From an optimization exercise on the open Yosys and OpenROAD flow, aimed at small area, a short achievable clock period and few clock cycles; shortcuts taken in it are not production practice. Only simulation tests tie the RTL to the original design; equivalence was not proved. Power is estimated from default activity; no workload was simulated.

Design nlm_sorter, start of the top module:
module nlm_sorter (
    input  wire               clk,
    input  wire               rst,
    output wire               ready,
    input  wire               wr_en,
    input  wire [4:0]         wr_idx,
    input  wire [15:0]        wr_vcap,
    input  wire               wr_svc,
    input  wire               start,
    input  wire signed [23:0] v_arm,
    input  wire signed [15:0] i_p,
    input  wire [14:0]        i_dead,
    input  wire [15:0]        band,
    input  wire               full_bridge,
    output reg                done,
    output reg  [31:0]        mask,      
    output reg  [5:0]         n_out,
    output reg                neg,
    output reg                dir
);
clock: 12.0 ns
lec_check: 0
cap_margin: 40
core_margin: 2
core_utilization: 25
cts_cluster_diameter: 80
cts_cluster_size: 20
place_density: 0.35
slew_margin: 40
run.sh (not shown) runs the stock make flow with config.mk's settings and CLKGATE_MAP_FILE= SYNTH_SCRIPT=/design/flow/synth_recipe.tcl, a recipe that flattens the netlist after the stock synthesis.
The starting point finished with timing, DRC and antenna clean.
Testbench counts at the start, summed over its fixed seeds: cycles 12,928.
Next try:
CAP_MARGIN = 20   (was 40)
SLEW_MARGIN = 20   (was 40)
Outcome: The new run passed the timing, DRC and antenna checks. Worst setup slack improves by 0.089 ns. Final area shrinks by 0.38%. Maximum frequency increases by about 1.7%. Combinational power hardly moves. Flip-flop and latch count does not change. Die area stays the same. Via count goes down by about 0.34%. Critical path depth stays the same.

========
Another version of the RTL of nlm_sorter (not shown whole).
For scale: ~6000 cells after synthesis, roughly 140 I/O pins, ~63000 um2 of cells after synthesis.
Design nlm_sorter, start of the top module:
module nlm_sorter (
    input  wire               clk,
    input  wire               rst,
    output wire               ready,
    input  wire               wr_en,
    input  wire [4:0]         wr_idx,
    input  wire [15:0]        wr_vcap,
    input  wire               wr_svc,
    input  wire               start,
    input  wire signed [23:0] v_arm,
    input  wire signed [15:0] i_p,
    input  wire [14:0]        i_dead,
    input  wire [15:0]        band,
    input  wire               full_bridge,
    output reg                done,
    output reg  [31:0]        mask,      
    output reg  [5:0]         n_out,
    output reg                neg,
    output reg                dir
);
export LEC_CHECK = 0
export CAP_MARGIN = 20
export CORE_MARGIN = 2
export CORE_UTILIZATION = 25
export CTS_CLUSTER_DIAMETER = 90
export CTS_CLUSTER_SIZE = 24
export PLACE_DENSITY = 0.35
export SLEW_MARGIN = 20
create_clock -name core_clock -period 12.0 [get_ports {clk}]
The baseline went through all stages and came out clean.
Testbench counts at the start, summed over its fixed seeds: cycles 12,928.
==> next run, changes <==
--- a/flow/config.mk
+++ b/flow/config.mk
@@ -9,6 +9,6 @@
 export CORE_MARGIN = 2
-export CORE_UTILIZATION = 25
-export CTS_CLUSTER_DIAMETER = 90
-export CTS_CLUSTER_SIZE = 24
-export PLACE_DENSITY = 0.35
+export CORE_UTILIZATION = 45
+export CTS_CLUSTER_DIAMETER = 80
+export CTS_CLUSTER_SIZE = 20
+export PLACE_DENSITY = 0.6
 export SLEW_MARGIN = 20
Outcome: Register-to-register slack loses 0.24 ns. Cell area came out lower by about 4%. Core utilization rose by 21 points. Total power went down by 6.1%. Clock power fell by 18%.
==> next run, changes <==
--- a/flow/config.mk
+++ b/flow/config.mk
@@ -9,6 +9,6 @@
 export CORE_MARGIN = 2
-export CORE_UTILIZATION = 45
+export CORE_UTILIZATION = 25
 export CTS_CLUSTER_DIAMETER = 80
 export CTS_CLUSTER_SIZE = 20
-export PLACE_DENSITY = 0.6
+export PLACE_DENSITY = 0.35
 export SLEW_MARGIN = 20
- combinational power rose by about 3%
- die area is higher by 79%
- routed wire length went up by 25%
- global-route usage went down by 6.2 points
- area after synthesis is unchanged
- setup slack gets better by 0.28 ns
- sequential share of layout area came out lower by 2.3 points
- power is higher by 9.1%
- register-to-register slack improved by 0.28 ns
- non-clock buffer count climbs by 5
- hold slack hardly moves

========
## the baseline
nlm_sorter, a different RTL version from the one above (not shown whole).
For scale: ~6000 cells after synthesis, roughly 1600 flip-flops, about 140 I/O pins, roughly 65000 µm² of cells after synthesis.
export LEC_CHECK = 0
export CAP_MARGIN = 40
export CORE_MARGIN = 2
export CORE_UTILIZATION = 25
export CTS_CLUSTER_DIAMETER = 80
export CTS_CLUSTER_SIZE = 20
export PLACE_DENSITY = 0.35
export SLEW_MARGIN = 40
create_clock -name core_clock -period 12.0 [get_ports {clk}]
The baseline: full flow OK, the timing, DRC and antenna checks passed
Testbench counts of the baseline, summed over its fixed seeds: cycles 12,928.
Changes in the candidate relative to the baseline:
--- a/flow/config.mk
+++ b/flow/config.mk
@@ -10,4 +10,2 @@
 export CORE_UTILIZATION = 25
-export CTS_CLUSTER_DIAMETER = 80
-export CTS_CLUSTER_SIZE = 20
 export PLACE_DENSITY = 0.35
--- outcome ---
- The candidate completed; timing, DRC and antenna clean
- Net count reported at finish (the candidate vs. the baseline) increases slightly
- In the metrics for the candidate and the baseline, the one carrying the lower power density over the cells is the baseline.
- Final worst slack came out higher on the candidate than on the baseline.
- Taking the baseline as the reference point, the final critical-path share of the clock period of the candidate falls by 0.35 points.
- Of the candidate and the baseline, the run reporting the lower transition time at the pin with the least slew margin was the candidate.
- Number of instances in the synthesized netlist came out exactly the same in the candidate and the baseline.

-- port drivers added, routing unchanged --
No port has a modelled driver above. Below, the same layouts with a new extraction and two added sets of constraints.
Step 1, drivers: a clkbuf_16 drives clk and a buf_2 each remaining input, both assumed.
Step 2 times the ports against the registers' clock, not the clock port: input delays grow and output delays shrink by t, the midpoint of the rising clock arrivals with the driver on.
a / b / c = no drivers / after step 1 / after step 2; a / b = the first two.
run | t (ns) | setup WS [ns] | worst hold slack (ns) | pins driven straight from the clock port
the first run of note 1 | 0.845 | 6.845 / 6.845 / 6.845 | 0.341 / 0.341 / 0.341 | 1
the second run of note 1 | 0.859 | 6.933 / 6.933 / 6.933 | 0.345 / 0.345 / 0.345 | 1
the first run of note 2 | 0.853 | 7.514 / 7.473 / 7.317 | 0.346 / 0.346 / 0.346 | 1
the second run of note 2 | 0.794 | 7.269 / 7.269 / 7.269 | 0.342 / 0.342 / 0.342 | 1
the third run of note 2 | 0.869 | 7.546 / 7.473 / 7.302 | 0.343 / 0.343 / 0.343 | 1
the baseline | 0.861 | 6.793 / 6.793 / 6.793 | 0.329 / 0.329 / 0.329 | 1
the candidate | 0.910 | 6.835 / 6.835 / 6.835 | 0.332 / 0.332 / 0.332 | 1
After both steps setup and hold are still met in every run listed. For the third run of note 2, which loses most, drivers alone change the setup slack by -0.073 ns; drivers and shift together by -0.244 ns.
